Background: an optimization exercise with open tools, aiming at small area, a short achievable clock period and few clock cycles per item. Do not read the settings as production practice. Only simulation tests tie the RTL to the original design; equivalence was not proved.

[design/flow/constraint.sdc]
create_clock -name core_clock -period 15.0 [get_ports {clk}]
set_input_delay 3.0000 -clock core_clock [delete_from_list [all_inputs] [get_ports {clk}]]
set_output_delay 3.0000 -clock core_clock [all_outputs]
set_load 0.01 [all_outputs]
[design/flow/flow/run.sh]
#!/bin/bash
# Layout flow: the standard flow (standard.sh, unchanged synthesis), with
# plain buf_1 cells as the port buffers instead of the flow's default choice,
# a clock tree of clkbuf_8 cells without dummy loads, and timing repair asked
# for a setup margin (the SDC is unchanged).
set -euo pipefail
bash standard.sh "BUFFER_PORTS_ARGS=-buffer_cell sky130_fd_sc_hd__buf_1" "SETUP_SLACK_MARGIN=10.2" \
  "CTS_ARGS=-sink_clustering_enable -repair_clock_nets -dont_use_dummy_load -buf_list sky130_fd_sc_hd__clkbuf_8" \
  finish > make_finish.log 2>&1
[design/flow/config.mk]
export PLATFORM = sky130hd
export DESIGN_NAME = aes_enc
export DESIGN_NICKNAME = aes_enc
export VERILOG_FILES = /design/flow/design.v
export SDC_FILE = /design/flow/constraint.sdc
export NUM_CORES = 8
export LEC_CHECK = 0
export CAP_MARGIN = 20
export CORE_MARGIN = 2
export CORE_UTILIZATION = 45
export PLACE_DENSITY = 0.6
export SLEW_MARGIN = 20
export SYNTH_HIERARCHICAL = 1
[design/flow/design.v]
module aes_sbox (input wire [7:0] x, output wire [7:0] y);
    wire _000_, _001_, _002_, _003_, _004_, _005_, _006_, _007_, _008_, _009_, _010_, _011_, _012_, _013_, _014_, _015_;
    wire _016_, _017_, _018_, _019_, _020_, _021_, _022_, _023_, _024_, _025_, _026_, _027_, _028_, _029_, _030_, _031_;
    wire _032_, _033_, _034_, _035_, _036_, _037_, _038_, _039_, _040_, _041_, _042_, _043_, _044_, _045_, _046_, _047_;
    wire _048_, _049_, _050_, _051_, _052_, _053_, _054_, _055_, _056_, _057_, _058_, _059_, _060_, _061_, _062_, _063_;
    wire _064_, _065_, _066_, _067_, _068_, _069_, _070_, _071_, _072_, _073_, _074_, _075_, _076_, _077_, _078_, _079_;
    wire _080_, _081_, _082_, _083_, _084_, _085_, _086_, _087_, _088_, _089_, _090_, _091_, _092_, _093_, _094_, _095_;
    wire _096_, _097_, _098_, _099_, _100_, _101_, _102_, _103_, _104_, _105_, _106_, _107_, _108_, _109_, _110_, _111_;
    wire _112_, _113_, _114_, _115_, _116_, _117_, _118_, _119_, _120_, _121_, _122_, _123_, _124_, _125_, _126_, _127_;
    wire _128_, _129_, _130_, _131_, _132_, _133_, _134_, _135_, _136_, _137_, _138_, _139_, _140_, _141_, _142_, _143_;
    wire _144_, _145_, _146_, _147_, _148_, _149_, _150_, _151_, _152_, _153_, _154_, _155_, _156_, _157_, _158_, _159_;
    wire _160_, _161_, _162_, _163_, _164_;
    aes_g_nand2b g_165_ (.A_N(x[3]), .B(x[1]), .Y(_067_));
    aes_g_inv g_166_ (.A(x[1]), .Y(_076_));
    aes_g_nand2 g_167_ (.A(_076_), .B(x[3]), .Y(_084_));
    aes_g_nand2 g_168_ (.A(_084_), .B(_067_), .Y(_085_));
    aes_g_inv g_169_ (.A(x[2]), .Y(_086_));
    aes_g_inv g_170_ (.A(x[5]), .Y(_087_));
    aes_g_nand2 g_171_ (.A(_086_), .B(_087_), .Y(_088_));
    aes_g_nand2 g_172_ (.A(x[2]), .B(x[5]), .Y(_089_));
    aes_g_nand2 g_173_ (.A(_088_), .B(_089_), .Y(_090_));
    aes_g_xnor2 g_174_ (.A(_085_), .B(_090_), .Y(_091_));
    aes_g_xnor2 g_175_ (.A(x[2]), .B(x[7]), .Y(_092_));
    aes_g_inv g_176_ (.A(_092_), .Y(_093_));
    aes_g_inv g_177_ (.A(x[6]), .Y(_094_));
    aes_g_nand2 g_178_ (.A(_094_), .B(x[5]), .Y(_095_));
    aes_g_nand2 g_179_ (.A(_087_), .B(x[6]), .Y(_096_));
    aes_g_nand2 g_180_ (.A(_095_), .B(_096_), .Y(_097_));
    aes_g_inv g_181_ (.A(_097_), .Y(_098_));
    aes_g_nand2 g_182_ (.A(_098_), .B(x[0]), .Y(_099_));
    aes_g_nand2b g_183_ (.A_N(x[0]), .B(_097_), .Y(_100_));
    aes_g_nand2 g_184_ (.A(_099_), .B(_100_), .Y(_101_));
    aes_g_nand2 g_185_ (.A(_101_), .B(_076_), .Y(_102_));
    aes_g_inv g_186_ (.A(_101_), .Y(_103_));
    aes_g_nand2 g_187_ (.A(_103_), .B(x[1]), .Y(_104_));
    aes_g_nand2 g_188_ (.A(_104_), .B(_102_), .Y(_105_));
    aes_g_xor2 g_189_ (.A(_093_), .B(_105_), .X(_106_));
    aes_g_inv g_190_ (.A(_106_), .Y(_107_));
    aes_g_inv g_191_ (.A(x[7]), .Y(_108_));
    aes_g_nand2b g_192_ (.A_N(x[4]), .B(_108_), .Y(_109_));
    aes_g_nand2 g_193_ (.A(x[4]), .B(x[7]), .Y(_110_));
    aes_g_nand2 g_194_ (.A(_109_), .B(_110_), .Y(_111_));
    aes_g_inv g_195_ (.A(_111_), .Y(_112_));
    aes_g_nand2 g_196_ (.A(_112_), .B(_085_), .Y(_113_));
    aes_g_nand3 g_197_ (.A(_111_), .B(_067_), .C(_084_), .Y(_114_));
    aes_g_nand2 g_198_ (.A(_113_), .B(_114_), .Y(_115_));
    aes_g_xor2 g_199_ (.A(x[0]), .B(_115_), .X(_116_));
    aes_g_xnor2 g_200_ (.A(x[2]), .B(x[6]), .Y(_117_));
    aes_g_xnor2 g_201_ (.A(_085_), .B(_117_), .Y(_118_));
    aes_g_nand2 g_202_ (.A(_118_), .B(_112_), .Y(_119_));
    aes_g_xnor2 g_203_ (.A(x[2]), .B(x[4]), .Y(_120_));
    aes_g_inv g_204_ (.A(_120_), .Y(_121_));
    aes_g_xor2 g_205_ (.A(_090_), .B(_111_), .X(_122_));
    aes_g_nand2 g_206_ (.A(_122_), .B(_121_), .Y(_123_));
    aes_g_nand2 g_207_ (.A(_119_), .B(_123_), .Y(_124_));
    aes_g_xor2 g_208_ (.A(_098_), .B(_115_), .X(_125_));
    aes_g_nor2 g_209_ (.A(_093_), .B(_125_), .Y(_126_));
    aes_g_inv g_210_ (.A(_126_), .Y(_127_));
    aes_g_o21ai g_211_ (.A1(_119_), .A2(_127_), .B1(_124_), .Y(_128_));
    aes_g_inv g_212_ (.A(_115_), .Y(_129_));
    aes_g_nand2 g_213_ (.A(_108_), .B(_076_), .Y(_130_));
    aes_g_nand2 g_214_ (.A(x[7]), .B(x[1]), .Y(_131_));
    aes_g_nand2 g_215_ (.A(_130_), .B(_131_), .Y(_132_));
    aes_g_inv g_216_ (.A(_132_), .Y(_133_));
    aes_g_nand2 g_217_ (.A(_133_), .B(_120_), .Y(_134_));
    aes_g_nand2 g_218_ (.A(_121_), .B(_132_), .Y(_135_));
    aes_g_nand3 g_219_ (.A(_129_), .B(_134_), .C(_135_), .Y(_136_));
    aes_g_xor2 g_220_ (.A(_117_), .B(_136_), .X(_137_));
    aes_g_xor2 g_221_ (.A(_137_), .B(_128_), .X(_138_));
    aes_g_o21ai g_222_ (.A1(_107_), .A2(_116_), .B1(_138_), .Y(_139_));
    aes_g_or3 g_223_ (.A(_107_), .B(_116_), .C(_138_), .X(_140_));
    aes_g_nand2 g_224_ (.A(_140_), .B(_139_), .Y(_141_));
    aes_g_nand2 g_225_ (.A(_125_), .B(_093_), .Y(_142_));
    aes_g_xor2 g_226_ (.A(_119_), .B(_142_), .X(_143_));
    aes_g_nand2 g_227_ (.A(_135_), .B(_134_), .Y(_144_));
    aes_g_nand2 g_228_ (.A(_129_), .B(_144_), .Y(_145_));
    aes_g_xor2 g_229_ (.A(x[4]), .B(_101_), .X(_146_));
    aes_g_nand2 g_230_ (.A(_146_), .B(x[0]), .Y(_147_));
    aes_g_xor2 g_231_ (.A(_145_), .B(_147_), .X(_148_));
    aes_g_nand2 g_232_ (.A(_127_), .B(_142_), .Y(_149_));
    aes_g_inv g_233_ (.A(_149_), .Y(_150_));
    aes_g_xor2 g_234_ (.A(_150_), .B(_148_), .X(_151_));
    aes_g_xor2 g_235_ (.A(_143_), .B(_151_), .X(_152_));
    aes_g_nor2b g_236_ (.A(_152_), .B_N(_141_), .Y(_153_));
    aes_g_nor2 g_237_ (.A(_133_), .B(_091_), .Y(_154_));
    aes_g_xnor2 g_238_ (.A(_102_), .B(_154_), .Y(_155_));
    aes_g_xnor2 g_239_ (.A(_155_), .B(_128_), .Y(_156_));
    aes_g_nand2 g_240_ (.A(_091_), .B(_133_), .Y(_157_));
    aes_g_nand2 g_241_ (.A(_103_), .B(x[7]), .Y(_158_));
    aes_g_nand2 g_242_ (.A(_101_), .B(_108_), .Y(_159_));
    aes_g_and2 g_243_ (.A(_158_), .B(_159_), .X(_160_));
    aes_g_inv g_244_ (.A(_160_), .Y(_161_));
    aes_g_xnor2 g_245_ (.A(_101_), .B(_091_), .Y(_162_));
    aes_g_inv g_246_ (.A(_162_), .Y(_163_));
    aes_g_nand2 g_247_ (.A(_161_), .B(_163_), .Y(_164_));
    aes_g_xor2 g_248_ (.A(_157_), .B(_164_), .X(_000_));
    aes_g_xor2 g_249_ (.A(x[7]), .B(_091_), .X(_001_));
    aes_g_xor2 g_250_ (.A(_001_), .B(_143_), .X(_002_));
    aes_g_xor2 g_251_ (.A(_000_), .B(_002_), .X(_003_));
    aes_g_nor2 g_252_ (.A(_003_), .B(_152_), .Y(_004_));
    aes_g_o21ai g_253_ (.A1(_141_), .A2(_156_), .B1(_004_), .Y(_005_));
    aes_g_inv g_254_ (.A(_156_), .Y(_006_));
    aes_g_nor2 g_255_ (.A(_006_), .B(_141_), .Y(_007_));
    aes_g_inv g_256_ (.A(_007_), .Y(_008_));
    aes_g_nand3 g_257_ (.A(_152_), .B(_139_), .C(_140_), .Y(_009_));
    aes_g_nand3 g_258_ (.A(_008_), .B(_003_), .C(_009_), .Y(_010_));
    aes_g_and2 g_259_ (.A(_010_), .B(_005_), .X(_011_));
    aes_g_o22ai g_260_ (.A1(_152_), .A2(_003_), .B1(_007_), .B2(_153_), .Y(_012_));
    aes_g_nand2 g_261_ (.A(_008_), .B(_004_), .Y(_013_));
    aes_g_a31oi g_262_ (.A1(_011_), .A2(_012_), .A3(_013_), .B1(_153_), .Y(_014_));
    aes_g_nand2 g_263_ (.A(_014_), .B(_091_), .Y(_015_));
    aes_g_o21ai g_264_ (.A1(_003_), .A2(_141_), .B1(_006_), .Y(_016_));
    aes_g_a32oi g_265_ (.A1(_008_), .A2(_009_), .A3(_016_), .B1(_152_), .B2(_003_), .Y(_017_));
    aes_g_nand2 g_266_ (.A(_017_), .B(_121_), .Y(_018_));
    aes_g_nand2 g_267_ (.A(_016_), .B(_152_), .Y(_019_));
    aes_g_nand2 g_268_ (.A(_019_), .B(_005_), .Y(_020_));
    aes_g_inv g_269_ (.A(_020_), .Y(_021_));
    aes_g_nand2 g_270_ (.A(_011_), .B(_021_), .Y(_022_));
    aes_g_nand2b g_271_ (.A_N(_011_), .B(_020_), .Y(_023_));
    aes_g_nand2 g_272_ (.A(_023_), .B(_022_), .Y(_024_));
    aes_g_nor2 g_273_ (.A(_111_), .B(_024_), .Y(_025_));
    aes_g_xnor2 g_274_ (.A(_018_), .B(_025_), .Y(_026_));
    aes_g_xnor2 g_275_ (.A(_015_), .B(_026_), .Y(_027_));
    aes_g_nand2 g_276_ (.A(_021_), .B(x[0]), .Y(_028_));
    aes_g_nand2 g_277_ (.A(_141_), .B(_006_), .Y(_029_));
    aes_g_a21o g_278_ (.A1(_152_), .A2(_006_), .B1(_003_), .X(_030_));
    aes_g_xor2 g_279_ (.A(_029_), .B(_030_), .X(_031_));
    aes_g_xor2 g_280_ (.A(_020_), .B(_031_), .X(_032_));
    aes_g_nand2 g_281_ (.A(_032_), .B(_129_), .Y(_033_));
    aes_g_xor2 g_282_ (.A(_028_), .B(_033_), .X(_034_));
    aes_g_nand2 g_283_ (.A(_014_), .B(_133_), .Y(_035_));
    aes_g_nand3 g_284_ (.A(_012_), .B(_105_), .C(_013_), .Y(_036_));
    aes_g_nand2 g_285_ (.A(_011_), .B(_163_), .Y(_037_));
    aes_g_xor2 g_286_ (.A(_036_), .B(_037_), .X(_038_));
    aes_g_xor2 g_287_ (.A(_035_), .B(_038_), .X(_039_));
    aes_g_xor2 g_288_ (.A(_034_), .B(_039_), .X(_040_));
    aes_g_xor2 g_289_ (.A(_040_), .B(_027_), .X(y[0]));
    aes_g_nand2 g_290_ (.A(_017_), .B(_122_), .Y(_041_));
    aes_g_nand2 g_291_ (.A(_012_), .B(_013_), .Y(_042_));
    aes_g_xor2 g_292_ (.A(_042_), .B(_031_), .X(_043_));
    aes_g_nand2 g_293_ (.A(_043_), .B(_125_), .Y(_044_));
    aes_g_xor2 g_294_ (.A(_035_), .B(_044_), .X(_045_));
    aes_g_xor2 g_295_ (.A(_041_), .B(_045_), .X(_046_));
    aes_g_nor2 g_296_ (.A(_103_), .B(_042_), .Y(_047_));
    aes_g_inv g_297_ (.A(_047_), .Y(_048_));
    aes_g_xor2 g_298_ (.A(_048_), .B(_038_), .X(_049_));
    aes_g_xor2 g_299_ (.A(_049_), .B(_026_), .X(_050_));
    aes_g_xnor2 g_300_ (.A(_046_), .B(_050_), .Y(y[1]));
    aes_g_nand2 g_301_ (.A(_011_), .B(_161_), .Y(_051_));
    aes_g_xnor2 g_302_ (.A(_051_), .B(_034_), .Y(_052_));
    aes_g_nand2 g_303_ (.A(_021_), .B(_146_), .Y(_053_));
    aes_g_nor2 g_304_ (.A(_107_), .B(_031_), .Y(_054_));
    aes_g_nand2 g_305_ (.A(_048_), .B(_054_), .Y(_055_));
    aes_g_inv g_306_ (.A(_054_), .Y(_056_));
    aes_g_nand2 g_307_ (.A(_056_), .B(_047_), .Y(_057_));
    aes_g_nand2 g_308_ (.A(_057_), .B(_055_), .Y(_058_));
    aes_g_xor2 g_309_ (.A(_053_), .B(_058_), .X(_059_));
    aes_g_xor2 g_310_ (.A(_059_), .B(_052_), .X(_060_));
    aes_g_xor2 g_311_ (.A(_046_), .B(_027_), .X(_061_));
    aes_g_xor2 g_312_ (.A(_060_), .B(_061_), .X(y[2]));
    aes_g_xor2 g_313_ (.A(_028_), .B(_037_), .X(_062_));
    aes_g_nand2 g_314_ (.A(_032_), .B(_144_), .Y(_063_));
    aes_g_nor2 g_315_ (.A(_116_), .B(_031_), .Y(_064_));
    aes_g_xnor2 g_316_ (.A(_064_), .B(_063_), .Y(_065_));
    aes_g_xnor2 g_317_ (.A(_062_), .B(_065_), .Y(_066_));
    aes_g_xnor2 g_318_ (.A(_058_), .B(_026_), .Y(_068_));
    aes_g_xor2 g_319_ (.A(_066_), .B(_068_), .X(y[3]));
    aes_g_inv g_320_ (.A(_027_), .Y(_069_));
    aes_g_xor2 g_321_ (.A(_033_), .B(_065_), .X(_070_));
    aes_g_xor2 g_322_ (.A(_058_), .B(_070_), .X(_071_));
    aes_g_xor2 g_323_ (.A(_069_), .B(_071_), .X(y[4]));
    aes_g_nand2 g_324_ (.A(_043_), .B(_150_), .Y(_072_));
    aes_g_xor2 g_325_ (.A(_035_), .B(_072_), .X(_073_));
    aes_g_nand3 g_326_ (.A(_023_), .B(_118_), .C(_022_), .Y(_074_));
    aes_g_o21ai g_327_ (.A1(_111_), .A2(_024_), .B1(_074_), .Y(_075_));
    aes_g_nand2 g_328_ (.A(_075_), .B(_119_), .Y(_077_));
    aes_g_xor2 g_329_ (.A(_077_), .B(_073_), .X(_078_));
    aes_g_xor2 g_330_ (.A(_052_), .B(_078_), .X(y[5]));
    aes_g_xor2 g_331_ (.A(_054_), .B(_026_), .X(_079_));
    aes_g_xor2 g_332_ (.A(_041_), .B(_074_), .X(_080_));
    aes_g_xor2 g_333_ (.A(_080_), .B(_070_), .X(_081_));
    aes_g_xor2 g_334_ (.A(_079_), .B(_081_), .X(y[6]));
    aes_g_xor2 g_335_ (.A(_063_), .B(_058_), .X(_082_));
    aes_g_xor2 g_336_ (.A(_080_), .B(_082_), .X(_083_));
    aes_g_xnor2 g_337_ (.A(_083_), .B(_027_), .Y(y[7]));
endmodule
module aes_sbox_ni (input wire [7:0] x, output wire [7:0] y);
    wire _000_, _001_, _002_, _003_, _004_, _005_, _006_, _007_, _008_, _009_, _010_, _011_, _012_, _013_, _014_, _015_;
    wire _016_, _017_, _018_, _019_, _020_, _021_, _022_, _023_, _024_, _025_, _026_, _027_, _028_, _029_, _030_, _031_;
    wire _032_, _033_, _034_, _035_, _036_, _037_, _038_, _039_, _040_, _041_, _042_, _043_, _044_, _045_, _046_, _047_;
    wire _048_, _049_, _050_, _051_, _052_, _053_, _054_, _055_, _056_, _057_, _058_, _059_, _060_, _061_, _062_, _063_;
    wire _064_, _065_, _066_, _067_, _068_, _069_, _070_, _071_, _072_, _073_, _074_, _075_, _076_, _077_, _078_, _079_;
    wire _080_, _081_, _082_, _083_, _084_, _085_, _086_, _087_, _088_, _089_, _090_, _091_, _092_, _093_, _094_, _095_;
    wire _096_, _097_, _098_, _099_, _100_, _101_, _102_, _103_, _104_, _105_, _106_, _107_, _108_, _109_, _110_, _111_;
    wire _112_, _113_, _114_, _115_, _116_, _117_, _118_, _119_, _120_, _121_, _122_, _123_, _124_, _125_, _126_, _127_;
    wire _128_, _129_, _130_, _131_, _132_, _133_, _134_, _135_, _136_, _137_, _138_, _139_, _140_, _141_, _142_, _143_;
    wire _144_, _145_, _146_, _147_, _148_, _149_, _150_, _151_, _152_, _153_, _154_, _155_, _156_, _157_, _158_, _159_;
    aes_g_xnor2 g_160_ (.A(x[4]), .B(x[2]), .Y(_066_));
    aes_g_inv g_161_ (.A(_066_), .Y(_075_));
    aes_g_inv g_162_ (.A(x[4]), .Y(_079_));
    aes_g_nand2b g_163_ (.A_N(x[7]), .B(_079_), .Y(_080_));
    aes_g_nand2 g_164_ (.A(x[4]), .B(x[7]), .Y(_081_));
    aes_g_nand2 g_165_ (.A(_080_), .B(_081_), .Y(_082_));
    aes_g_inv g_166_ (.A(_082_), .Y(_083_));
    aes_g_nand2b g_167_ (.A_N(x[3]), .B(x[1]), .Y(_084_));
    aes_g_inv g_168_ (.A(x[1]), .Y(_085_));
    aes_g_nand2 g_169_ (.A(_085_), .B(x[3]), .Y(_086_));
    aes_g_nand2 g_170_ (.A(_086_), .B(_084_), .Y(_087_));
    aes_g_xnor2 g_171_ (.A(x[2]), .B(x[6]), .Y(_088_));
    aes_g_xnor2 g_172_ (.A(_087_), .B(_088_), .Y(_089_));
    aes_g_nand2 g_173_ (.A(_089_), .B(_083_), .Y(_090_));
    aes_g_inv g_174_ (.A(x[5]), .Y(_091_));
    aes_g_nand2b g_175_ (.A_N(x[2]), .B(_091_), .Y(_092_));
    aes_g_nand2 g_176_ (.A(x[2]), .B(x[5]), .Y(_093_));
    aes_g_nand2 g_177_ (.A(_092_), .B(_093_), .Y(_094_));
    aes_g_xor2 g_178_ (.A(_082_), .B(_094_), .X(_095_));
    aes_g_nand2 g_179_ (.A(_095_), .B(_075_), .Y(_096_));
    aes_g_xnor2 g_180_ (.A(_096_), .B(_090_), .Y(_097_));
    aes_g_inv g_181_ (.A(x[0]), .Y(_098_));
    aes_g_inv g_182_ (.A(x[6]), .Y(_099_));
    aes_g_nand2 g_183_ (.A(_099_), .B(x[5]), .Y(_100_));
    aes_g_nand2 g_184_ (.A(_091_), .B(x[6]), .Y(_101_));
    aes_g_nand2 g_185_ (.A(_100_), .B(_101_), .Y(_102_));
    aes_g_inv g_186_ (.A(_102_), .Y(_103_));
    aes_g_nand2 g_187_ (.A(_103_), .B(_098_), .Y(_104_));
    aes_g_nand2 g_188_ (.A(_102_), .B(x[0]), .Y(_105_));
    aes_g_nand2 g_189_ (.A(_104_), .B(_105_), .Y(_106_));
    aes_g_nand2 g_190_ (.A(_106_), .B(x[1]), .Y(_107_));
    aes_g_xnor2 g_191_ (.A(x[7]), .B(x[1]), .Y(_108_));
    aes_g_inv g_192_ (.A(_108_), .Y(_109_));
    aes_g_xnor2 g_193_ (.A(_087_), .B(_094_), .Y(_110_));
    aes_g_nor2 g_194_ (.A(_109_), .B(_110_), .Y(_111_));
    aes_g_xnor2 g_195_ (.A(_107_), .B(_111_), .Y(_112_));
    aes_g_xnor2 g_196_ (.A(_112_), .B(_097_), .Y(_113_));
    aes_g_nand2 g_197_ (.A(_083_), .B(_087_), .Y(_114_));
    aes_g_inv g_198_ (.A(_087_), .Y(_115_));
    aes_g_nand2 g_199_ (.A(_115_), .B(_082_), .Y(_116_));
    aes_g_nand2 g_200_ (.A(_114_), .B(_116_), .Y(_117_));
    aes_g_xor2 g_201_ (.A(_098_), .B(_117_), .X(_118_));
    aes_g_xnor2 g_202_ (.A(x[2]), .B(x[7]), .Y(_119_));
    aes_g_inv g_203_ (.A(_106_), .Y(_120_));
    aes_g_nand2 g_204_ (.A(_120_), .B(_085_), .Y(_121_));
    aes_g_nand2 g_205_ (.A(_121_), .B(_107_), .Y(_122_));
    aes_g_xor2 g_206_ (.A(_119_), .B(_122_), .X(_123_));
    aes_g_inv g_207_ (.A(_117_), .Y(_124_));
    aes_g_nand2 g_208_ (.A(_075_), .B(_108_), .Y(_125_));
    aes_g_nand2 g_209_ (.A(_109_), .B(_066_), .Y(_126_));
    aes_g_nand2 g_210_ (.A(_125_), .B(_126_), .Y(_127_));
    aes_g_inv g_211_ (.A(_127_), .Y(_128_));
    aes_g_nand2 g_212_ (.A(_128_), .B(_124_), .Y(_129_));
    aes_g_xor2 g_213_ (.A(_088_), .B(_129_), .X(_130_));
    aes_g_xor2 g_214_ (.A(_097_), .B(_130_), .X(_131_));
    aes_g_o21ai g_215_ (.A1(_118_), .A2(_123_), .B1(_131_), .Y(_132_));
    aes_g_or3 g_216_ (.A(_118_), .B(_123_), .C(_131_), .X(_133_));
    aes_g_nand2 g_217_ (.A(_133_), .B(_132_), .Y(_134_));
    aes_g_nand2 g_218_ (.A(_124_), .B(_127_), .Y(_135_));
    aes_g_xor2 g_219_ (.A(_079_), .B(_106_), .X(_136_));
    aes_g_nand2 g_220_ (.A(_136_), .B(_098_), .Y(_137_));
    aes_g_xor2 g_221_ (.A(_135_), .B(_137_), .X(_138_));
    aes_g_inv g_222_ (.A(_119_), .Y(_139_));
    aes_g_xor2 g_223_ (.A(_103_), .B(_117_), .X(_140_));
    aes_g_nor2 g_224_ (.A(_139_), .B(_140_), .Y(_141_));
    aes_g_xnor2 g_225_ (.A(_090_), .B(_141_), .Y(_142_));
    aes_g_xor2 g_226_ (.A(_138_), .B(_142_), .X(_143_));
    aes_g_nand2 g_227_ (.A(_110_), .B(_109_), .Y(_144_));
    aes_g_nand2 g_228_ (.A(_140_), .B(_139_), .Y(_145_));
    aes_g_xor2 g_229_ (.A(_090_), .B(_145_), .X(_146_));
    aes_g_xor2 g_230_ (.A(_106_), .B(_110_), .X(_147_));
    aes_g_xor2 g_231_ (.A(_082_), .B(_136_), .X(_148_));
    aes_g_nand2b g_232_ (.A_N(_147_), .B(_148_), .Y(_149_));
    aes_g_xor2 g_233_ (.A(_146_), .B(_149_), .X(_150_));
    aes_g_or2 g_234_ (.A(_144_), .B(_150_), .X(_151_));
    aes_g_nand2 g_235_ (.A(_150_), .B(_144_), .Y(_152_));
    aes_g_nand2 g_236_ (.A(_151_), .B(_152_), .Y(_153_));
    aes_g_inv g_237_ (.A(_153_), .Y(_154_));
    aes_g_o211ai g_238_ (.A1(_113_), .A2(_134_), .B1(_143_), .C1(_154_), .Y(_155_));
    aes_g_inv g_239_ (.A(_113_), .Y(_156_));
    aes_g_nor2 g_240_ (.A(_156_), .B(_143_), .Y(_157_));
    aes_g_nor3 g_241_ (.A(_134_), .B(_143_), .C(_153_), .Y(_158_));
    aes_g_nor2 g_242_ (.A(_157_), .B(_158_), .Y(_159_));
    aes_g_nand2 g_243_ (.A(_159_), .B(_155_), .Y(_000_));
    aes_g_inv g_244_ (.A(_134_), .Y(_001_));
    aes_g_nand2 g_245_ (.A(_001_), .B(_113_), .Y(_002_));
    aes_g_o211ai g_246_ (.A1(_134_), .A2(_143_), .B1(_153_), .C1(_002_), .Y(_003_));
    aes_g_nand2 g_247_ (.A(_155_), .B(_003_), .Y(_004_));
    aes_g_inv g_248_ (.A(_004_), .Y(_005_));
    aes_g_nand2 g_249_ (.A(_005_), .B(_000_), .Y(_006_));
    aes_g_o21ai g_250_ (.A1(_000_), .A2(_003_), .B1(_006_), .Y(_007_));
    aes_g_nand4 g_251_ (.A(_154_), .B(_156_), .C(_134_), .D(_143_), .Y(_008_));
    aes_g_o21ai g_252_ (.A1(_113_), .A2(_143_), .B1(_154_), .Y(_009_));
    aes_g_o21ai g_253_ (.A1(_113_), .A2(_001_), .B1(_009_), .Y(_010_));
    aes_g_nand2 g_254_ (.A(_010_), .B(_008_), .Y(_011_));
    aes_g_nand2 g_255_ (.A(_134_), .B(_143_), .Y(_012_));
    aes_g_nand2 g_256_ (.A(_154_), .B(_143_), .Y(_013_));
    aes_g_nand2 g_257_ (.A(_013_), .B(_002_), .Y(_014_));
    aes_g_o21ai g_258_ (.A1(_156_), .A2(_013_), .B1(_014_), .Y(_015_));
    aes_g_nand2 g_259_ (.A(_015_), .B(_012_), .Y(_016_));
    aes_g_inv g_260_ (.A(_016_), .Y(_017_));
    aes_g_nand2 g_261_ (.A(_017_), .B(_011_), .Y(_018_));
    aes_g_inv g_262_ (.A(_011_), .Y(_019_));
    aes_g_nand2 g_263_ (.A(_019_), .B(_016_), .Y(_020_));
    aes_g_nand2 g_264_ (.A(_018_), .B(_020_), .Y(_021_));
    aes_g_xnor2 g_265_ (.A(_007_), .B(_021_), .Y(_022_));
    aes_g_nand2 g_266_ (.A(_022_), .B(_075_), .Y(_023_));
    aes_g_nand2 g_267_ (.A(_007_), .B(_083_), .Y(_024_));
    aes_g_nand2 g_268_ (.A(_005_), .B(_015_), .Y(_025_));
    aes_g_nand3 g_269_ (.A(_025_), .B(_110_), .C(_012_), .Y(_026_));
    aes_g_xor2 g_270_ (.A(_026_), .B(_024_), .X(_027_));
    aes_g_xor2 g_271_ (.A(_027_), .B(_023_), .X(_028_));
    aes_g_inv g_272_ (.A(_000_), .Y(_029_));
    aes_g_nand2 g_273_ (.A(_029_), .B(_098_), .Y(_030_));
    aes_g_xnor2 g_274_ (.A(_000_), .B(_011_), .Y(_031_));
    aes_g_inv g_275_ (.A(_031_), .Y(_032_));
    aes_g_nor2 g_276_ (.A(_117_), .B(_032_), .Y(_033_));
    aes_g_xnor2 g_277_ (.A(_030_), .B(_033_), .Y(_034_));
    aes_g_and3 g_278_ (.A(_025_), .B(_109_), .C(_012_), .X(_035_));
    aes_g_inv g_279_ (.A(_035_), .Y(_036_));
    aes_g_nand2 g_280_ (.A(_017_), .B(_122_), .Y(_037_));
    aes_g_nand2 g_281_ (.A(_005_), .B(_147_), .Y(_038_));
    aes_g_xnor2 g_282_ (.A(_038_), .B(_037_), .Y(_039_));
    aes_g_xor2 g_283_ (.A(_036_), .B(_039_), .X(_040_));
    aes_g_xor2 g_284_ (.A(_034_), .B(_040_), .X(_041_));
    aes_g_xor2 g_285_ (.A(_028_), .B(_041_), .X(y[0]));
    aes_g_xor2 g_286_ (.A(_024_), .B(_023_), .X(_042_));
    aes_g_nand2 g_287_ (.A(_022_), .B(_095_), .Y(_043_));
    aes_g_nand3 g_288_ (.A(_018_), .B(_020_), .C(_140_), .Y(_044_));
    aes_g_xor2 g_289_ (.A(_036_), .B(_044_), .X(_045_));
    aes_g_xnor2 g_290_ (.A(_045_), .B(_043_), .Y(_046_));
    aes_g_nor2 g_291_ (.A(_120_), .B(_016_), .Y(_047_));
    aes_g_xor2 g_292_ (.A(_047_), .B(_039_), .X(_048_));
    aes_g_xor2 g_293_ (.A(_048_), .B(_046_), .X(_049_));
    aes_g_xor2 g_294_ (.A(_042_), .B(_049_), .X(y[1]));
    aes_g_nor2 g_295_ (.A(_148_), .B(_004_), .Y(_050_));
    aes_g_xor2 g_296_ (.A(_050_), .B(_034_), .X(_051_));
    aes_g_nand2 g_297_ (.A(_029_), .B(_136_), .Y(_052_));
    aes_g_nor2 g_298_ (.A(_123_), .B(_019_), .Y(_053_));
    aes_g_xor2 g_299_ (.A(_047_), .B(_053_), .X(_054_));
    aes_g_xor2 g_300_ (.A(_052_), .B(_054_), .X(_055_));
    aes_g_xor2 g_301_ (.A(_055_), .B(_051_), .X(_056_));
    aes_g_xor2 g_302_ (.A(_028_), .B(_046_), .X(_057_));
    aes_g_xor2 g_303_ (.A(_057_), .B(_056_), .X(y[2]));
    aes_g_nor2 g_304_ (.A(_128_), .B(_032_), .Y(_058_));
    aes_g_nor2 g_305_ (.A(_118_), .B(_019_), .Y(_059_));
    aes_g_xor2 g_306_ (.A(_059_), .B(_058_), .X(_060_));
    aes_g_xor2 g_307_ (.A(_038_), .B(_030_), .X(_061_));
    aes_g_xor2 g_308_ (.A(_061_), .B(_060_), .X(_062_));
    aes_g_xor2 g_309_ (.A(_054_), .B(_042_), .X(_063_));
    aes_g_xor2 g_310_ (.A(_062_), .B(_063_), .X(y[3]));
    aes_g_xnor2 g_311_ (.A(_033_), .B(_060_), .Y(_064_));
    aes_g_xor2 g_312_ (.A(_054_), .B(_028_), .X(_065_));
    aes_g_xor2 g_313_ (.A(_064_), .B(_065_), .X(y[4]));
    aes_g_nand2 g_314_ (.A(_007_), .B(_089_), .Y(_067_));
    aes_g_nand2 g_315_ (.A(_024_), .B(_067_), .Y(_068_));
    aes_g_nand2 g_316_ (.A(_068_), .B(_090_), .Y(_069_));
    aes_g_nor2 g_317_ (.A(_119_), .B(_021_), .Y(_070_));
    aes_g_xnor2 g_318_ (.A(_070_), .B(_069_), .Y(_071_));
    aes_g_xor2 g_319_ (.A(_045_), .B(_071_), .X(_072_));
    aes_g_xnor2 g_320_ (.A(_072_), .B(_051_), .Y(y[5]));
    aes_g_xor2 g_321_ (.A(_067_), .B(_043_), .X(_073_));
    aes_g_xor2 g_322_ (.A(_073_), .B(_064_), .X(_074_));
    aes_g_xor2 g_323_ (.A(_053_), .B(_042_), .X(_076_));
    aes_g_xor2 g_324_ (.A(_076_), .B(_074_), .X(y[6]));
    aes_g_xnor2 g_325_ (.A(_058_), .B(_054_), .Y(_077_));
    aes_g_xor2 g_326_ (.A(_077_), .B(_073_), .X(_078_));
    aes_g_xor2 g_327_ (.A(_028_), .B(_078_), .X(y[7]));
endmodule
module aes_g_a21o (input wire A1, input wire A2, input wire B1, output wire X);
    assign X = (A1&A2) | (B1);
endmodule
module aes_g_a31oi (input wire A1, input wire A2, input wire A3, input wire B1, output wire Y);
    assign Y = (~A1&~B1) | (~A2&~B1) | (~A3&~B1);
endmodule
module aes_g_a32oi (input wire A1, input wire A2, input wire A3, input wire B1, input wire B2, output wire Y);
    assign Y = (~A1&~B1) | (~A1&~B2) | (~A2&~B1) | (~A3&~B1) | (~A2&~B2) | (~A3&~B2);
endmodule
module aes_g_and2 (input wire A, input wire B, output wire X);
    assign X = (A&B);
endmodule
module aes_g_and3 (input wire A, input wire B, input wire C, output wire X);
    assign X = (A&B&C);
endmodule
module aes_g_inv (input wire A, output wire Y);
    assign Y = (~A);
endmodule
module aes_g_nand2 (input wire A, input wire B, output wire Y);
    assign Y = (~A) | (~B);
endmodule
module aes_g_nand2b (input wire A_N, input wire B, output wire Y);
    assign Y = (A_N) | (~B);
endmodule
module aes_g_nand3 (input wire A, input wire B, input wire C, output wire Y);
    assign Y = (~A) | (~B) | (~C);
endmodule
module aes_g_nand4 (input wire A, input wire B, input wire C, input wire D, output wire Y);
    assign Y = (~A) | (~B) | (~C) | (~D);
endmodule
module aes_g_nor2 (input wire A, input wire B, output wire Y);
    assign Y = (~A&~B);
endmodule
module aes_g_nor2b (input wire A, input wire B_N, output wire Y);
    assign Y = (~A&B_N);
endmodule
module aes_g_nor3 (input wire A, input wire B, input wire C, output wire Y);
    assign Y = (~A&~B&~C);
endmodule
module aes_g_o211ai (input wire A1, input wire A2, input wire B1, input wire C1, output wire Y);
    assign Y = (~A1&~A2) | (~B1) | (~C1);
endmodule
module aes_g_o21ai (input wire A1, input wire A2, input wire B1, output wire Y);
    assign Y = (~A1&~A2) | (~B1);
endmodule
module aes_g_o22ai (input wire A1, input wire A2, input wire B1, input wire B2, output wire Y);
    assign Y = (~B1&~B2) | (~A1&~A2);
endmodule
module aes_g_or2 (input wire A, input wire B, output wire X);
    assign X = (A) | (B);
endmodule
module aes_g_or3 (input wire A, input wire B, input wire C, output wire X);
    assign X = (A) | (B) | (C);
endmodule
module aes_g_xnor2 (input wire A, input wire B, output wire Y);
    assign Y = (~A&~B) | (A&B);
endmodule
module aes_g_xor2 (input wire A, input wire B, output wire X);
    assign X = (A&~B) | (~A&B);
endmodule
module aes_xor2_b  (input wire a, input wire b, output wire y); assign y = a ^ b;    endmodule
module aes_xnor2_b (input wire a, input wire b, output wire y); assign y = ~(a ^ b); endmodule
module aes_nand2_b (input wire a, input wire b, output wire y); assign y = ~(a & b); endmodule
module aes_nor2_b  (input wire a, input wire b, output wire y); assign y = ~(a | b); endmodule
module aes_inv_b   (input wire a, output wire y);               assign y = ~a;       endmodule
module aes_o22ai_b (input wire a1, input wire a2, input wire b1, input wire b2, output wire y);
    assign y = ~((a1 | a2) & (b1 | b2));
endmodule
module aes_a22o_b  (input wire a1, input wire a2, input wire b1, input wire b2, output wire y);
    assign y = (a1 & a2) | (b1 & b2);
endmodule
module aes_o21ai_b (input wire a1, input wire a2, input wire b1, output wire y);
    assign y = ~((a1 | a2) & b1);
endmodule
module aes_a222oi_b (input wire sa, input wire a, input wire sb, input wire b, input wire sc, input wire c,
                     output wire y);
    assign y = ~((sa & a) | (sb & b) | (sc & c));
endmodule
module aes_xor2 #(parameter W = 1) (input wire [W-1:0] a, input wire [W-1:0] b, output wire [W-1:0] y);
    genvar i;
    generate for (i = 0; i < W; i = i + 1) begin : g
        aes_xor2_b u (.a(a[i]), .b(b[i]), .y(y[i]));
    end endgenerate
endmodule
module aes_xnor2 #(parameter W = 1) (input wire [W-1:0] a, input wire [W-1:0] b, output wire [W-1:0] y);
    genvar i;
    generate for (i = 0; i < W; i = i + 1) begin : g
        aes_xnor2_b u (.a(a[i]), .b(b[i]), .y(y[i]));
    end endgenerate
endmodule
module aes_nand2 #(parameter W = 1) (input wire [W-1:0] a, input wire [W-1:0] b, output wire [W-1:0] y);
    genvar i;
    generate for (i = 0; i < W; i = i + 1) begin : g
        aes_nand2_b u (.a(a[i]), .b(b[i]), .y(y[i]));
    end endgenerate
endmodule
module aes_nor2 #(parameter W = 1) (input wire [W-1:0] a, input wire [W-1:0] b, output wire [W-1:0] y);
    genvar i;
    generate for (i = 0; i < W; i = i + 1) begin : g
        aes_nor2_b u (.a(a[i]), .b(b[i]), .y(y[i]));
    end endgenerate
endmodule
module aes_inv #(parameter W = 1) (input wire [W-1:0] a, output wire [W-1:0] y);
    genvar i;
    generate for (i = 0; i < W; i = i + 1) begin : g
        aes_inv_b u (.a(a[i]), .y(y[i]));
    end endgenerate
endmodule
module aes_o22ai #(parameter W = 1) (input wire [W-1:0] a, input wire sa, input wire [W-1:0] b, input wire sb,
                                     output wire [W-1:0] y);
    genvar i;
    generate for (i = 0; i < W; i = i + 1) begin : g
        aes_o22ai_b u (.a1(a[i]), .a2(sa), .b1(b[i]), .b2(sb), .y(y[i]));
    end endgenerate
endmodule
module aes_a222oi #(parameter W = 1) (input wire sa, input wire [W-1:0] a, input wire sb, input wire [W-1:0] b,
                                      input wire sc, input wire [W-1:0] c, output wire [W-1:0] y);
    genvar i;
    generate for (i = 0; i < W; i = i + 1) begin : g
        aes_a222oi_b u (.sa(sa), .a(a[i]), .sb(sb), .b(b[i]), .sc(sc), .c(c[i]), .y(y[i]));
    end endgenerate
endmodule
module aes_a22o #(parameter W = 1) (input wire sa, input wire [W-1:0] a, input wire sb, input wire [W-1:0] b,
                                    output wire [W-1:0] y);
    genvar i;
    generate for (i = 0; i < W; i = i + 1) begin : g
        aes_a22o_b u (.a1(sa), .a2(a[i]), .b1(sb), .b2(b[i]), .y(y[i]));
    end endgenerate
endmodule
module aes_o21ai #(parameter W = 1) (input wire s, input wire [W-1:0] a, input wire [W-1:0] b, output wire [W-1:0] y);
    genvar i;
    generate for (i = 0; i < W; i = i + 1) begin : g
        aes_o21ai_b u (.a1(s), .a2(a[i]), .b1(b[i]), .y(y[i]));
    end endgenerate
endmodule
module aes_enc (
    input  wire         clk,
    input  wire         rst,         
    input  wire         start,       
    input  wire [1:0]   key_len,     
    input  wire [255:0] key,         
    input  wire [127:0] din,         
    output wire         ready,       
    output reg          done,        
    output wire [127:0] dout
);
    reg        rdy;          
    reg        rsel, nrsel;  
    reg        xv, xm192, xm256, xr1;
    reg  [2:0] xkc;
    reg  [3:0] xcnt;
    reg  [7:0] xrcon;
    reg        yv, ym192, ym256, ylast;
    reg  [2:0] ykc;
    reg  [3:0] ycnt;
    reg  [7:0] yrcon;
    assign ready = rdy;
    function [2:0] kc_next;
        input [2:0] kc;
        input       m192, m256;
        kc_next = m192 ? ((kc == 3'd4) ? 3'd2 : (kc == 3'd2) ? 3'd0 : 3'd4) :
                  m256 ? (kc ^ 3'd4) : 3'd0;
    endfunction
    wire       xm192_d = rdy ? (key_len == 2'd1) : ym192;
    wire       xm256_d = rdy ? (key_len == 2'd2) : ym256;
    wire [2:0] xkc_d   = rdy ? ((key_len == 2'd0) ? 3'd0 : 3'd4) : kc_next(ykc, ym192, ym256);
    wire       xr1_d   = rdy;
    wire [7:0] xrcon_d = rdy ? 8'h01 : ym02 ? ({yrcon[6:0], 1'b0} ^ (yrcon[7] ? 8'h1b : 8'h00)) : yrcon;
    wire       kc0_d  = (xkc_d == 3'd0);
    wire       kc4_d  = (xkc_d == 3'd4);
    wire       p0_d   = kc0_d || (xm256_d && kc4_d && !xr1_d);   
    wire       p2_d   = xm192_d && kc4_d;                        
    wire       ik01_d = xr1_d && (xm256_d || xm192_d);           
    wire       ik23_d = xr1_d && xm256_d;                        
    wire [2:0] nkc_d  = kc_next(xkc_d, xm192_d, xm256_d);        
    reg kc0, p2, xrotw;
    reg sa01, sb01, sa23, sb23, sc;      
    reg c0, c1, c2, c3;                  
    reg xm01, xm23;                      
    reg xsna, xsnb, xsnc;                
    always @(posedge clk) begin
        kc0   <= kc0_d;
        p2    <= p2_d;
        xrotw <= kc0_d || p2_d;
        sa01  <= xm256_d || ik01_d;
        sb01  <= xm192_d && !ik01_d;
        sa23  <= xm256_d;
        sb23  <= xm192_d;
        sc    <= !xm192_d && !xm256_d;
        c0    <= !(p0_d || ik01_d);
        c1    <= !ik01_d;
        c2    <= !(p2_d || ik23_d);
        c3    <= !ik23_d;
        xm01  <= p0_d;
        xm23  <= p0_d || p2_d;
        xsna  <= (nkc_d == 3'd0);
        xsnb  <= xm256_d && (nkc_d == 3'd4);
        xsnc  <= xm192_d && (nkc_d == 3'd4);
    end
    reg ym02, m01, m23, sna, snb, snc;
    always @(posedge clk) begin
        ym02 <= xrotw;
        m01  <= xm01;
        m23  <= xm23;
        sna  <= xsna;
        snb  <= xsnb;
        snc  <= xsnc;
    end
    reg  [255:0] kw, km;             
    reg  [31:0]  sin, sw;
    wire [31:0]  K [0:7];
    genvar k;
    generate
        for (k = 0; k < 8; k = k + 1) begin : g_k
            assign K[k] = kw[255 - 32*k -: 32];
        end
    endgenerate
    wire [31:0] sw_d;
    aes_sbox u_ks0 (.x(sin[31:24]), .y(sw_d[31:24]));
    aes_sbox u_ks1 (.x(sin[23:16]), .y(sw_d[23:16]));
    aes_sbox u_ks2 (.x(sin[15:8]),  .y(sw_d[15:8]));
    aes_sbox u_ks3 (.x(sin[7:0]),   .y(sw_d[7:0]));
    wire [31:0] wold_n [0:3];
    aes_a222oi #(32) u_wo0 (.sa(sa01), .a(K[0]), .sb(sb01), .b(K[2]), .sc(sc), .c(K[4]), .y(wold_n[0]));
    aes_a222oi #(32) u_wo1 (.sa(sa01), .a(K[1]), .sb(sb01), .b(K[3]), .sc(sc), .c(K[5]), .y(wold_n[1]));
    aes_a222oi #(32) u_wo2 (.sa(sa23), .a(K[2]), .sb(sb23), .b(K[4]), .sc(sc), .c(K[6]), .y(wold_n[2]));
    aes_a222oi #(32) u_wo3 (.sa(sa23), .a(K[3]), .sb(sb23), .b(K[5]), .sc(sc), .c(K[7]), .y(wold_n[3]));
    wire [7:0] r0n = ~({8{kc0}} & xrcon);
    wire [7:0] r2n = ~({8{p2}} & xrcon);
    wire [31:0] A [0:3];
    wire [31:0] t0, t1, t2, t3;
    wire [7:0]  q0, q2;
    aes_nand2 #(32) u_t0  (.a({32{c0}}), .b(K[7]), .y(t0));
    aes_nand2 #(8)  u_q0  (.a(t0[31:24]), .b(r0n), .y(q0));
    aes_xnor2 #(8)  u_a0h (.a(wold_n[0][31:24]), .b(q0), .y(A[0][31:24]));
    aes_xor2  #(24) u_a0l (.a(wold_n[0][23:0]), .b(t0[23:0]), .y(A[0][23:0]));
    aes_nand2 #(32) u_t1  (.a({32{c1}}), .b(A[0]), .y(t1));
    aes_xor2  #(32) u_a1  (.a(wold_n[1]), .b(t1), .y(A[1]));
    aes_nand2 #(32) u_t2  (.a({32{c2}}), .b(A[1]), .y(t2));
    aes_nand2 #(8)  u_q2  (.a(t2[31:24]), .b(r2n), .y(q2));
    aes_xnor2 #(8)  u_a2h (.a(wold_n[2][31:24]), .b(q2), .y(A[2][31:24]));
    aes_xor2  #(24) u_a2l (.a(wold_n[2][23:0]), .b(t2[23:0]), .y(A[2][23:0]));
    aes_nand2 #(32) u_t3  (.a({32{c3}}), .b(A[2]), .y(t3));
    aes_xor2  #(32) u_a3  (.a(wold_n[3]), .b(t3), .y(A[3]));
    wire [31:0] g0, g2;
    wire [127:0] nw_n;
    aes_nand2 #(32) u_g0 (.a({32{m01}}), .b(sw), .y(g0));
    aes_nand2 #(32) u_g2 (.a({32{m23}}), .b(sw), .y(g2));
    wire [31:0] Am [0:3];
    assign Am[0] = km[255:224];
    assign Am[1] = km[223:192];
    assign Am[2] = km[191:160];
    assign Am[3] = km[159:128];
    aes_xor2  #(32) u_n0 (.a(Am[0]), .b(g0), .y(nw_n[127:96]));
    aes_xor2  #(32) u_n1 (.a(Am[1]), .b(g0), .y(nw_n[95:64]));
    aes_xor2  #(32) u_n2 (.a(Am[2]), .b(g2), .y(nw_n[63:32]));
    aes_xor2  #(32) u_n3 (.a(Am[3]), .b(g2), .y(nw_n[31:0]));
    wire [255:0] kw_d;
    wire [127:0] kh_n;
    aes_a22o  #(128) u_kwh (.sa(rsel), .a(key[127:0]), .sb(nrsel), .b(km[127:0]), .y(kw_d[255:128]));
    aes_nand2 #(128) u_khn (.a({128{rsel}}), .b(key[255:128]), .y(kh_n));
    aes_o21ai #(128) u_kwl (.s(rsel), .a(nw_n), .b(kh_n), .y(kw_d[127:0]));
    wire [31:0] k67, x237_n, nsin;
    aes_xor2  #(32) u_k67  (.a(km[63:32]), .b(km[31:0]), .y(k67));
    aes_xor2  #(32) u_x237 (.a(k67), .b(nw_n[31:0]), .y(x237_n));
    aes_a222oi #(32) u_nsin (.sa(sna), .a({nw_n[23:0], nw_n[31:24]}), .sb(snb), .b(nw_n[31:0]),
                             .sc(snc), .c({x237_n[23:0], x237_n[31:24]}), .y(nsin));
    wire [31:0] sin0 = (key_len == 2'd1) ? {key[87:64], key[95:88]} : {key[151:128], key[159:152]};
    wire [31:0] sin_d = rsel ? sin0 : nsin;
    reg  [127:0] xs_n, y;
    wire [127:0] y_d;
    genvar n;
    generate
        for (n = 0; n < 16; n = n + 1) begin : g_sb
            aes_sbox_ni u_sb (.x(xs_n[127 - 8*n -: 8]), .y(y_d[127 - 8*n -: 8]));
        end
    endgenerate
    wire [7:0] sr [0:15];
    generate
        for (n = 0; n < 16; n = n + 1) begin : g_sr
            assign sr[n] = y[127 - 8*(((n / 4 + n % 4) % 4) * 4 + n % 4) -: 8];
        end
    endgenerate
    wire [127:0] mc, srw;
    generate
        for (n = 0; n < 4; n = n + 1) begin : g_mc
            wire [31:0] s = {sr[4*n], sr[4*n + 1], sr[4*n + 2], sr[4*n + 3]};
            wire [31:0] u;           
            wire [31:0] w;           
            wire [11:0] h;           
            aes_xor2 #(32) u_u (.a(s), .b({s[23:0], s[31:24]}), .y(u));
            aes_xor2 #(32) u_w (.a({s[23:0], s[31:24]}), .b({u[15:0], u[31:16]}), .y(w));
            genvar i;
            for (i = 0; i < 4; i = i + 1) begin : g_i
                wire [7:0] ui = u[31 - 8*i -: 8];
                aes_xor2 #(3) u_h (.a({ui[0], ui[2], ui[3]}), .b({3{ui[7]}}), .y(h[3*i +: 3]));
                aes_xor2 #(8) u_m (.a(w[31 - 8*i -: 8]),
                                   .b({ui[6:4], h[3*i], h[3*i + 1], ui[1], h[3*i + 2], ui[7]}),
                                   .y(mc[127 - 32*n - 8*i -: 8]));
            end
            assign srw[127 - 32*n -: 32] = s;
        end
    endgenerate
    wire [127:0] xmc, dk, xs_d;
    aes_xnor2 #(128) u_xmc (.a(mc), .b(nw_n), .y(xmc));
    aes_xor2  #(128) u_dk  (.a(din), .b(key[255:128]), .y(dk));
    aes_o22ai #(128) u_xs  (.a(dk), .sa(nrsel), .b(xmc), .sb(rsel), .y(xs_d));
    reg  [127:0] dout_r;
    wire [127:0] dout_d;
    aes_xnor2 #(128) u_fin (.a(srw), .b(nw_n), .y(dout_d));
    assign dout = dout_r;
    always @(posedge clk) begin
        xs_n   <= xs_d;
        y      <= y_d;
        kw     <= kw_d;
        km     <= {A[0], A[1], A[2], A[3], kw[127:0]};
        sin    <= sin_d;
        sw     <= sw_d;
        dout_r <= dout_d;
    end
    wire       load    = start && rdy;
    wire       xv_d    = !rst && (load || (yv && !ylast));
    wire [3:0] xcnt_d  = rdy ? ((key_len == 2'd0) ? 4'd10 : (key_len == 2'd1) ? 4'd12 : 4'd14) :
                         ycnt - 4'd1;
    wire       rdy_d   = rst || ((!xv || xcnt == 4'd1) && (!xv_d || xcnt_d <= 4'd10));
    always @(posedge clk) begin
        xv    <= xv_d;
        xcnt  <= xcnt_d;
        xm192 <= xm192_d;
        xm256 <= xm256_d;
        xkc   <= xkc_d;
        xrcon <= xrcon_d;
        xr1   <= xr1_d;
        yv    <= !rst && xv;
        ym192 <= xm192;
        ym256 <= xm256;
        ykc   <= xkc;
        ycnt  <= xcnt;
        yrcon <= xrcon;
        ylast <= (xcnt == 4'd1);
        rdy   <= rdy_d;
        rsel  <= rdy_d;
        nrsel <= !rdy_d;
        done  <= !rst && yv && ylast;
    end
endmodule
[design/flow/standard.sh]
#!/bin/bash
# synth_recipe.tcl (not shown) runs the flow's synth.tcl, then flattens the netlist and writes it again
# the make line also repeats each setting of config.mk as NAME=value (left out here)
make -C /OpenROAD-flow-scripts/flow DESIGN_CONFIG=/design/flow/config.mk WORK_HOME=/design/flow/orfs CLKGATE_MAP_FILE= SYNTH_SCRIPT=/design/flow/synth_recipe.tcl "${@:-finish}"
==> results of run 1 <==
==> final cells by class <==
cell class                      count  share of cell area
Multi-Input combinational cell   5130               0.544
Sequential cell                  1021               0.320
Timing Repair Buffer              577              0.0379
Clock buffer                      176              0.0378
Tap cell                         1650              0.0322
Inverter                          469              0.0275
Antenna cell                       11            0.000430
==> state kept, by name, summed over array words and instances (netlist names), 32 cells and up <==
signal,cells
dout_r,128
km,256
kw,256
sin,32
sw,32
xs_n,128
y,128
==> Yosys stat by module (local to each module, per instance), a selection <==
module	times used	flops+latches	cells	area [µm²]
aes_g_inv	460	0	1	3.75
aes_g_nand3	56	0	1	5.00
aes_g_o21ai	100	0	1	5.00
aes_enc	1	1021	1241	21800
aes_g_and2	8	0	1	6.26
aes_g_nor2	208	0	1	3.75
aes_g_o22ai	4	0	1	6.26
aes_a22o_b	128	0	1	8.76
aes_g_nand4	16	0	1	6.26
aes_g_or3	20	0	1	6.26
aes_g_a32oi	4	0	1	8.76
aes_g_xor2	868	0	1	8.76
aes_g_nor2b	4	0	1	13.8
aes_g_o211ai	32	0	1	12.5
==> synthesized netlist by cell type, types with 2 or more instances <==
master	n	share of area
sky130_fd_sc_hd__xor2_1	1733	0.27
sky130_fd_sc_hd__nand2_1	1459	0.096
sky130_fd_sc_hd__dfxtp_1	1021	0.36
sky130_fd_sc_hd__xnor2_1	644	0.099
sky130_fd_sc_hd__inv_1	468	0.031
sky130_fd_sc_hd__nor2_1	253	0.017
sky130_fd_sc_hd__o21ai_1	229	0.020
sky130_fd_sc_hd__a222oi_1	160	0.028
sky130_fd_sc_hd__o22ai_1	132	0.014
sky130_fd_sc_hd__a22o_1	128	0.020
sky130_fd_sc_hd__nand2b_1	85	0.0093
sky130_fd_sc_hd__nand3_1	58	0.0051
sky130_fd_sc_hd__a21oi_1	40	0.0035
sky130_fd_sc_hd__mux2i_1	38	0.0067
sky130_fd_sc_hd__o211ai_2	32	0.0070
sky130_fd_sc_hd__or3_1	20	0.0022
sky130_fd_sc_hd__nor3_2	17	0.0030
sky130_fd_sc_hd__and3_1	16	0.0018
sky130_fd_sc_hd__nand4_1	16	0.0018
sky130_fd_sc_hd__or2_1	16	0.0018
sky130_fd_sc_hd__and2_1	8	0.00088
sky130_fd_sc_hd__clkbuf_1	7	0.00046
sky130_fd_sc_hd__a31oi_1	5	0.00055
sky130_fd_sc_hd__a21o_1	4	0.00053
sky130_fd_sc_hd__a32oi_1	4	0.00061
sky130_fd_sc_hd__buf_2	4	0.00035
sky130_fd_sc_hd__nor2b_1	4	0.00044
sky130_fd_sc_hd__nor2b_4	4	0.00096
sky130_fd_sc_hd__o21ai_0	4	0.00035
sky130_fd_sc_hd__a211oi_1	3	0.00039
sky130_fd_sc_hd__buf_6	3	0.00059
sky130_fd_sc_hd__buf_1	2	0.00013
sky130_fd_sc_hd__nor3_1	2	0.00018
sky130_fd_sc_hd__nor3b_1	2	0.00026
==> stage by stage <==
step	instance area [µm²]	std cells	worst slack, ns	hold WS [ns]
finish	64000	9034	10.28	0.318
detailed placement	61500	8845	10.22	0.314
CTS	63900	9023	10.20	0.306
floorplan	57100	6637	9.14	0.310
global placement	61500	8845	10.27	0.311
global route	64000	9025	10.21	0.307
==> worst paths after layout <==
| path | end | slack (ns) | start | depth (start not counted) |
|---|---|---|---|---|
| min | km[36]$_DFF_P_ | 0.32 | kw[36]$_DFF_P_ | 0 |
| max reg2reg | sw[18]$_DFF_P_ | 10.51 | sin[23]$_DFF_P_ | 23 |
| min reg2reg | km[36]$_DFF_P_ | 0.32 | kw[36]$_DFF_P_ | 0 |
| max | ready | 10.28 | rsel$_DFF_P_ | 1 |
==> repair_timing <==
item | CTS | global route
gates resized for setup | 1 | 6
setup endpoints to repair | 1 | 5
cloned | 0 | 0
buffers inserted | 2 | 0
==> logic make-up after synthesis <==
kind of cell,after synthesis,share of synthesized area
AO/OA/AOI/OAI,748,0.0965
XOR/XNOR,2377,0.365
adder cells (fa/ha/maj),1,0.000219
buffers and inverters,486,0.0325
flip-flops,1021,0.358
multiplexers,38,0.00666
AND/OR/NAND/NOR,1966,0.141
==> metal layers <==
layer  track usage  routed length [µm]  vias to the layer above
li1              -                   -                    22800
met4         0.157               11300                        4
met3        0.0635               18400                      388
met2         0.529               99900                     2173
met1         0.444               96400                    23100
met5             0                  22                        -
==> PnR_summary.wiki, run 1 <==
{| class="wikitable"
! Metric !! Value
|-
| Clock transition at the registers of the reported paths || 0.06 ns
|-
| Arrival time reported for the critical path endpoint || 1.72 ns
|-
| Mapped Avg Cell Area || 8.60 µm²
|-
| Routed vias || 48400
|-
| Die area || 0.130 mm²
|-
| Height of the die || 360 µm
|-
| Initial core utilization || 0.454
|-
| Area taken by multi-input logic gates || around 0.035 mm²
|-
| Share of the core filled with cells || 0.509
|-
| Largest driver fanout on the critical path || 12
|-
| Critical setup path kind || register to output port
|-
| Final number of max-transition violations || 0
|-
| DRC errors left || 0
|-
| Setup TNS || 0 ns
|-
| Yosys Warn Count || 7
|-
| Crit-path leading delay family || flip-flops
|-
| Final Skew || 0.0895 ns
|-
| Pre-antenna DRT Iters || 9
|-
| Final ANT Viol Nets || 0
|-
| Largest incremental delay on the critical path || 0.59 ns
|-
| Cell variety after synth || 50
|-
| Layout Area Growth over Synthesis || 12.2%
|-
| RSZ-0062 raised after global routing || false
|-
| Hold_buf cts || 0
|-
| Final setup violating endpoints || 0
|-
| Number of fillers in the final layout || 12400
|-
| Most frequent standard cell in the layout excluding fill and tap cells || sky130_fd_sc_hd__xor2_1
|-
| Row count || between 100 and 150
|-
| Clock Root Buffer || sky130_fd_sc_hd__clkbuf_8
|-
| Number of storage elements in the synthesis netlist || 1021
|-
| Min Tclk post-route || 4.72 ns
|-
| # H-tree levels || 4
|-
| Top_reg_cell synth || sky130_fd_sc_hd__dfxtp_1
|-
| Via count of the first global-routing pass || 46600
|-
| Storage element area || 0.0205 mm²
|-
| Type of destination of the critical path || output port
|-
| TritonCTS Sinks || between 1000 and 1500
|-
| Clock Latency Late Sink || a little under 0.9 ns
|-
| Overall die width || 360 µm
|-
| Slowest cell on the critical path || sky130_fd_sc_hd__dfxtp_4
|-
| Initial antenna violation count || 9
|-
| Hold Violations, Final || 0
|-
| Number of synthesized flops with an enable pin || 0
|-
| Portion of the post-synthesis area used by sequential elements || 0.358
|-
| Remaining max-slew budget at the tightest pin || 0.112
|-
| Async set-reset flop share out of synthesis || 0
|-
| Outcome || finished clean
|-
| Average wire per cell in the routed design || 25.0 µm
|-
| Placer congestion estimate || 0.995
|-
| Number of buffers inserted during clock tree synthesis || 176
|-
| TritonCTS clock tree || done
|-
| Number of violations of the max-capacitance limit || 0
|-
| WL final || 226 mm
|-
| Achievable clock frequency || about 210 MHz
|-
| Boundary Pins || 519
|-
| First-pass GRT wire length || 318 mm
|-
| Maximum buffer depth of the clock tree || 3
|-
| Fraction of final layout cells sized beyond drive strength 1 || 0.0430
|-
| Total buffers and inverters traversed by the critical path || 1
|-
| Total routing resource utilization after global routing || 0.337
|-
| Cells after Synth || 6637
|-
| Data required time of the critical path || 12.00 ns
|-
| Net count after synthesis || about 7000
|-
| Routed via count divided by cell count || 5.36
|-
| Core Footprint || 0.126 mm²
|-
| Number of buffers added on ports || 518
|-
| Slew @ Worst Pin || 1.33 ns
|-
| Crit path launch type || register
|-
| Cell Area, Synth || 0.0571 mm²
|-
| Violation count after the first detailed-routing iteration || roughly 5400
|-
| Cell Chain, Critical Path || buf_2
|-
| Kind of path behind the tightest hold check || register to register
|-
| Detailed placement HPWL || between 150 and 200 mm
|-
| Net count of the finished layout || between 7000 and 8000
|-
| Share of the clock period used by the worst path after layout || 0.315
|-
| Largest net degree at the start of global routing || between 150 and 200
|-
| Global-route congestion overflow total || 0
|-
| Leading cell types in the layout, fill and taps excluded || sky130_fd_sc_hd__xor2_1, sky130_fd_sc_hd__nand2_1, sky130_fd_sc_hd__dfxtp_1
|}
Testbench counts, summed over its fixed seeds: cycles 28,456, blocks 2,400.
==> run 2: changes to the inputs <==
==> design/flow/flow/run.sh (replaced) <==
#!/bin/bash
# Layout flow: the standard flow (standard.sh, unchanged synthesis), with
# plain buf_1 cells as the port buffers instead of the flow's default choice,
# a clock tree of clkbuf_8 cells without dummy loads, and timing repair asked
# for a setup margin (the SDC is unchanged).
set -euo pipefail
bash standard.sh "BUFFER_PORTS_ARGS=-buffer_cell sky130_fd_sc_hd__buf_1" "SETUP_SLACK_MARGIN=10.8" \
  "CTS_ARGS=-sink_clustering_enable -repair_clock_nets -dont_use_dummy_load -buf_list sky130_fd_sc_hd__clkbuf_8" \
  finish > make_finish.log 2>&1
==> run 2 against run 1 <==
  * Wire length increased by 1.2%
  * Clock skew increased by 0.0062 ns
  * Critical path type unchanged
==> PnR_summary.wiki, run 2 <==
{| class="wikitable"
! Metric !! Value
|-
| Outcome || finished clean
|-
| Adder and majority cell fraction of the synthesized area || 0.000219
|-
| Start of the worst register-to-register path || xs_n[47]$_DFF_P_
|-
| Post-synthesis share of cell area spent on xor and xnor gates || 0.365
|-
| Placer congestion estimate || 0.995
|-
| Final number of max-transition violations || 0
|-
| Number of synthesized flops with an enable pin || 0
|-
| Post-synth top area cell || sky130_fd_sc_hd__dfxtp_1
|-
| Crit path to || ready
|-
| Number of buffers inserted during clock tree synthesis || 176
|-
| Standard cell area after detailed placement || 0.0615 mm²
|-
| Pre-antenna DRT Iters || 8
|-
| Cell Area, Synth || 0.0571 mm²
|-
| Overall die width || around 360 µm
|-
| Area fraction in compound gates after synthesis || 0.0965
|-
| Synthesized-area fraction occupied by and/or/nand/nor cells || 0.141
|-
| Data required time of the critical path || 12.00 ns
|-
| Row count || 130
|-
| RSZ-0062 raised after global routing || true
|-
| TritonCTS clock tree || done
|-
| Layout Area Growth over Synthesis || 19.0%
|-
| Cells after Synth || 6637
|-
| DRC errors left || 0
|-
| Largest incremental delay on the critical path || 0.43 ns
|-
| Arrival time reported for the critical path endpoint || 1.43 ns
|-
| Mapped Avg Cell Area || 8.60 µm²
|-
| Number of buffers added on ports || 518
|-
| Yosys Warn Count || 7
|-
| Total routing resource utilization after global routing || 0.338
|-
| Clock Latency Late Sink || 0.89 ns
|-
| Slew @ Worst Pin || 1.35 ns
|-
| Total buffers and inverters traversed by the critical path || 1
|-
| Cell Chain, Critical Path || buf_6
|-
| Number of violations of the max-capacitance limit || 0
|-
| Routed via count divided by cell count || 5.37
|-
| Portion of the post-synthesis area used by sequential elements || 0.358
|-
| Kind of path behind the tightest hold check || register to register
|-
| Final setup violating endpoints || 0
|-
| Main combinational cell family by area after synthesis || XOR/XNOR gates
|-
| Post-layout instance area || 0.0679 mm²
|-
| Clock transition at the registers of the reported paths || 0.06 ns
|-
| Share of the clock period used by the worst path after layout || 0.296
|-
| WL final || 229 mm
|-
| Min Tclk post-route || 4.43 ns
|-
| List of most frequent post-synthesis cells || sky130_fd_sc_hd__xor2_1, sky130_fd_sc_hd__nand2_1, sky130_fd_sc_hd__dfxtp_1, sky130_fd_sc_hd__xnor2_1, sky130_fd_sc_hd__inv_1
|-
| First-pass GRT wire length || 318 mm
|-
| Critical setup path kind || register to output port
|-
| Top_reg_cell synth || sky130_fd_sc_hd__dfxtp_1
|-
| TritonCTS Sinks || ~1000
|-
| Average wire per cell in the routed design || 25.1 µm
|-
| Initial antenna violation count || 8
|-
| Violation count after the first detailed-routing iteration || 5525
|-
| Hold Violations, Final || 0
|-
| Slowest cell on the critical path || sky130_fd_sc_hd__dfxtp_4
|-
| Cell variety after synth || 50
|-
| Final Skew || 0.0957 ns
|-
| Net count of the finished layout || roughly 8000
|-
| Core Footprint || 0.126 mm²
|-
| Largest driver fanout on the critical path || 2
|-
| Worst-case register-to-register setup slack || 10.99 ns
|-
| Remaining max-slew budget at the tightest pin || 0.0996
|-
| Maximum buffer depth of the clock tree || 3
|-
| Number of storage elements in the synthesis netlist || 1021
|-
| Achievable clock frequency || 226 MHz
|-
| Initial core utilization || 0.454
|-
| Routed vias || 48800
|-
| Most frequent standard cell in the layout excluding fill and tap cells || sky130_fd_sc_hd__xor2_1
|-
| Via count of the first global-routing pass || between 40000 and 50000
|}
[run 2: cell counts after synthesis]
No cell type changed its count.
[run 2: modules after synthesis, one instance, submodules excluded, a selection]
module | cells inside | flops+latches | times used | cell area (µm²)
aes_g_or2 | 1 | 0 | 16 | 6.26
aes_g_nand2b | 1 | 0 | 80 | 6.26
aes_g_a32oi | 1 | 0 | 4 | 8.76
aes_g_o22ai | 1 | 0 | 4 | 6.26
aes_g_o21ai | 1 | 0 | 100 | 5.00
aes_g_and2 | 1 | 0 | 8 | 6.26
aes_g_nor2b | 1 | 0 | 4 | 13.8
[run 2: metal layers]
layer,share of wire,GRT usage,vias up,wire (µm)
met5,0.000096,0,-,22
li1,-,-,22800,-
met4,0.051,0.157,4,11600
met3,0.087,0.0656,394,20000
met1,0.42,0.446,23400,95400
met2,0.44,0.531,2210,102000
[run 2: worst min path at each step]
stage                                 to  slack [ns]  depth (start not counted)            from
after floorplan              m01$_DFF_P_        0.31                          0    xm01$_DFF_P_
after global placement    ykc[0]$_DFF_P_        0.31                          0  xkc[0]$_DFF_P_
after detailed placement  ykc[1]$_DFF_P_        0.31                          0  xkc[1]$_DFF_P_
after CTS                 km[36]$_DFF_P_        0.31                          0  kw[36]$_DFF_P_
after global routing      km[36]$_DFF_P_        0.31                          0  kw[36]$_DFF_P_
final                     km[36]$_DFF_P_        0.32                          0  kw[36]$_DFF_P_
[run 2: cells by family after synthesis]
logic type	after synthesis
fa+ha+maj	1
compound gates	748
mux	38
flops	1021
buf+inv	486
xor+xnor	2377
simple gates	1966
[run 2: through the flow]
stage | util | worst slack [ns]
after detailed placement | 0.489 | 10.22
after global placement | 0.489 | 10.27
after floorplan | - | 9.14
after CTS | 0.515 | 10.48
after global routing | 0.540 | 10.50
final | 0.540 | 10.57
[run 2: repair_timing]
action,in CTS,in global routing
endpoints found under the setup margin,156,285
resized for setup,260,482
pin swaps,1,144
setup buffers,3,69
[run 2: area by class of cell]
class	instances	area, µm²
Fill cell	12000	57800
Multi-Input combinational cell	5130	37400
Sequential cell	1021	20600
Timing Repair Buffer	647	3660
Clock buffer	176	2420
Tap cell	1650	2060
Inverter	469	1760
Antenna cell	6	15.0

==> what the ideal ports hide <==
In the flow no input, the clock included, has a driving cell. The finished layouts below were timed again as built, in two steps. Step 1: set_driving_cell puts a clkbuf_16 on clk and a buf_2 on each other input, an assumption about the parent block. Step 2 adds t to the input delays and takes it off the output delays; t is the mean of the earliest and latest rising clock arrival at the registers after step 1. Input paths then give back, and output paths get back, about the clock's delay inside the block. Slacks: no drivers / after step 1 / after step 2; pairs: no drivers / after step 1.
run | t (ns) | slack for setup (ns) | slew at the worst register clock pin (ns)
run 1 | 0.931 | 10.278 / 10.194 / 10.172 | 0.07 / 0.07
run 2 | 0.931 | 10.567 / 10.482 / 10.195 | 0.07 / 0.07
After both steps every run listed still meets setup and hold. The setup slack of run 2, which loses most, moves by -0.085 ns with the drivers and by -0.372 ns with both steps.
